What follows belongs to an exercise in optimizing a design on an open flow for small area, a short achievable clock period and few clock cycles per item; a production flow would make more cautious choices. The RTL was checked by simulation tests, not by an equivalence proof against the original design.

Setup of before:
==> module gra_mac_round, before the edit <==
module gra_mac_round (
    input  wire [31:0] a, b, c, d, e, f, g, p,
    output wire [31:0] a_new, e_new
);
    function [31:0] skadd;
        input [31:0] u, v;
        reg   [31:0] gg, pp;
        integer i, l;
        begin
            gg = u & v;
            pp = u ^ v;
            for (l = 1; l < 32; l = l * 2)
                for (i = 0; i < 32; i = i + 1)
                    if ((i / l) % 2 == 1) begin
                        gg[i] = gg[i] | (pp[i] & gg[(i / l) * l - 1]);
                        pp[i] = pp[i] & pp[(i / l) * l - 1];
                    end
            skadd = u ^ v ^ {gg[30:0], 1'b0};
        end
    endfunction
    function [31:0] rotr;
        input [31:0] x;
        input integer n;
        rotr = (x >> n) | (x << (32 - n));
    endfunction
    function [31:0] bsig0;
        input [31:0] x;
        bsig0 = rotr(x, 2) ^ rotr(x, 13) ^ rotr(x, 22);
    endfunction
    function [31:0] bsig1;
        input [31:0] x;
        bsig1 = rotr(x, 6) ^ rotr(x, 11) ^ rotr(x, 25);
    endfunction
    wire [31:0] ch    = (e & f) ^ (~e & g);
    wire [31:0] maj   = (a & b) ^ (a & c) ^ (b & c);
    wire [31:0] s1    = bsig1(e);
    wire [31:0] s0    = bsig0(a);
    wire [31:0] x1    = p ^ s1 ^ ch;
    wire [31:0] y1    = {(p[30:0] & s1[30:0]) | (p[30:0] & ch[30:0]) | (s1[30:0] & ch[30:0]), 1'b0};
    wire [31:0] x2    = x1 ^ y1 ^ d;
    wire [31:0] y2    = {(x1[30:0] & y1[30:0]) | (x1[30:0] & d[30:0]) | (y1[30:0] & d[30:0]), 1'b0};
    wire [31:0] u2    = x1 ^ y1 ^ s0;
    wire [31:0] v2    = {(x1[30:0] & y1[30:0]) | (x1[30:0] & s0[30:0]) | (y1[30:0] & s0[30:0]), 1'b0};
    wire [31:0] u3    = u2 ^ v2 ^ maj;
    wire [31:0] v3    = {(u2[30:0] & v2[30:0]) | (u2[30:0] & maj[30:0]) | (v2[30:0] & maj[30:0]), 1'b0};
    assign e_new = skadd(x2, y2);
    assign a_new = skadd(u3, v3);
endmodule
==> flow/config.mk <==
export PLATFORM = sky130hd
export DESIGN_NAME = gra_mac
export DESIGN_NICKNAME = gra_mac
export VERILOG_FILES = /design/flow/design.v
export SDC_FILE = /design/flow/constraint.sdc
export NUM_CORES = 4
export LEC_CHECK = 0
export CAP_MARGIN = 20
export CORE_MARGIN = 2
export CORE_UTILIZATION = 40
export SETUP_SLACK_MARGIN = 5
export SLEW_MARGIN = 20
export SYNTH_HIERARCHICAL = 1
==> flow/constraint.sdc <==
create_clock -name core_clock -period 10.0 [get_ports {clk}]
set_input_delay 2.0000 -clock core_clock [delete_from_list [all_inputs] [get_ports {clk}]]
set_output_delay 2.0000 -clock core_clock [all_outputs]
set_load 0.01 [all_outputs]
standard.sh (not shown) runs the stock make flow with config.mk's settings and CLKGATE_MAP_FILE= SYNTH_SCRIPT=/design/flow/synth_recipe.tcl, a recipe that flattens the netlist after the stock synthesis.
==> flow/flow/run.sh <==
#!/bin/bash
set -euo pipefail
export BUFFER_PORTS_ARGS="-buffer_cell sky130_fd_sc_hd__buf_1"
export CTS_ARGS="-sink_clustering_enable -repair_clock_nets -dont_use_dummy_load -buf_list {sky130_fd_sc_hd__clkbuf_4 sky130_fd_sc_hd__clkbuf_8}"
sed -e 's/SETUP_SLACK_MARGIN=5/SETUP_SLACK_MARGIN=5.5/' standard.sh > standard_custom.sh
grep -q 'SETUP_SLACK_MARGIN=5.5' standard_custom.sh
bash standard_custom.sh > flow.log 2>&1
before completed every stage of the flow, and the final layout passed the timing, DRC and antenna checks.
Testbench counts of before, summed over its fixed seeds: cycles 102,088, items 320.
The inputs of after differ from those of before as listed below.
--- a/flow/design.v
+++ b/flow/design.v
@@ -398,28 +398,12 @@
     end
 endmodule
 module gra_mac_round (
     input  wire [31:0] a, b, c, d, e, f, g, p,
     output wire [31:0] a_new, e_new
 );
-    function [31:0] skadd;
-        input [31:0] u, v;
-        reg   [31:0] gg, pp;
-        integer i, l;
-        begin
-            gg = u & v;
-            pp = u ^ v;
-            for (l = 1; l < 32; l = l * 2)
-                for (i = 0; i < 32; i = i + 1)
-                    if ((i / l) % 2 == 1) begin
-                        gg[i] = gg[i] | (pp[i] & gg[(i / l) * l - 1]);
-                        pp[i] = pp[i] & pp[(i / l) * l - 1];
-                    end
-            skadd = u ^ v ^ {gg[30:0], 1'b0};
-        end
-    endfunction
     function [31:0] rotr;
         input [31:0] x;
         input integer n;
         rotr = (x >> n) | (x << (32 - n));
     endfunction
     function [31:0] bsig0;
@@ -431,22 +415,24 @@
         bsig1 = rotr(x, 6) ^ rotr(x, 11) ^ rotr(x, 25);
     endfunction
     wire [31:0] ch    = (e & f) ^ (~e & g);
     wire [31:0] maj   = (a & b) ^ (a & c) ^ (b & c);
     wire [31:0] s1    = bsig1(e);
     wire [31:0] s0    = bsig0(a);
-    wire [31:0] x1    = p ^ s1 ^ ch;
-    wire [31:0] y1    = {(p[30:0] & s1[30:0]) | (p[30:0] & ch[30:0]) | (s1[30:0] & ch[30:0]), 1'b0};
-    wire [31:0] x2    = x1 ^ y1 ^ d;
-    wire [31:0] y2    = {(x1[30:0] & y1[30:0]) | (x1[30:0] & d[30:0]) | (y1[30:0] & d[30:0]), 1'b0};
-    wire [31:0] u2    = x1 ^ y1 ^ s0;
-    wire [31:0] v2    = {(x1[30:0] & y1[30:0]) | (x1[30:0] & s0[30:0]) | (y1[30:0] & s0[30:0]), 1'b0};
-    wire [31:0] u3    = u2 ^ v2 ^ maj;
-    wire [31:0] v3    = {(u2[30:0] & v2[30:0]) | (u2[30:0] & maj[30:0]) | (v2[30:0] & maj[30:0]), 1'b0};
-    assign e_new = skadd(x2, y2);
-    assign a_new = skadd(u3, v3);
+    wire [31:0] x1    = p ^ d ^ ch;
+    wire [31:0] y1    = {(p[30:0] & d[30:0]) | (p[30:0] & ch[30:0]) | (d[30:0] & ch[30:0]), 1'b0};
+    wire [31:0] x2    = x1 ^ y1 ^ s1;
+    wire [31:0] y2    = {(x1[30:0] & y1[30:0]) | (x1[30:0] & s1[30:0]) | (y1[30:0] & s1[30:0]), 1'b0};
+    wire [31:0] u1    = p ^ ch ^ maj;
+    wire [31:0] v1    = {(p[30:0] & ch[30:0]) | (p[30:0] & maj[30:0]) | (ch[30:0] & maj[30:0]), 1'b0};
+    wire [31:0] u2    = u1 ^ v1 ^ s0;
+    wire [31:0] v2    = {(u1[30:0] & v1[30:0]) | (u1[30:0] & s0[30:0]) | (v1[30:0] & s0[30:0]), 1'b0};
+    wire [31:0] u3    = u2 ^ v2 ^ s1;
+    wire [31:0] v3    = {(u2[30:0] & v2[30:0]) | (u2[30:0] & s1[30:0]) | (v2[30:0] & s1[30:0]), 1'b0};
+    assign e_new = x2 + y2;
+    assign a_new = u3 + v3;
 endmodule
 module gra_mac_sched (
     input  wire [31:0] w0, w1, w9, w14,
     output wire [31:0] w_new
 );
     function [31:0] bkadd;
==> run notes <==
Comparing before and after, normalized max-slew margin is higher on before.
The higher largest clock skew in the final design came out of before.
after vs before: wire length of the first global-routing pass up slightly
before has a higher total routed wire length on the met1 layer than after.
Between before and after, post-route cell area increased.
The post-CTS clock slew at the launch and capture registers of the worst setup and hold paths was comparable across before and after.
Per the comparison of after with before, number of multi-input logic gates now larger, setup slack now larger.
after -> before: count of flip-flops with a built-in enable after synthesis delta 0, exact match
Testbench counts of after, summed over its fixed seeds: cycles 102,088, items 320.

## what the ideal ports hide
No port has a modelled driver above. Below, the same layouts with a new extraction and two added sets of constraints.
Step 1 sets driving cells, clkbuf_16 on the clock port and buf_2 on the other inputs (assumed; they add their load-dependent delay and slew).
Step 2, shift: input delay + t, output delay - t, t = (earliest + latest rising clock arrival at the registers) / 2. This alone moves slack from input paths to output paths.
Slacks: ideal ports / drivers / drivers and shift; pairs: ideal ports / drivers.
run	t (ns)	setup WS [ns]	hold slack, ns	worst register clock-pin slew, ns	worst slew at a driven data input, ns
before	0.945	4.990 / 4.990 / 4.990	0.279 / 0.279 / 0.279	0.07 / 0.07	0.14
after	0.938	5.124 / 5.124 / 4.816	0.246 / 0.246 / 0.246	0.07 / 0.07	0.12
After both steps every run listed still meets setup and hold. The setup slack of after, which loses most, moves by 0.000 ns with the drivers and by -0.308 ns with both steps.
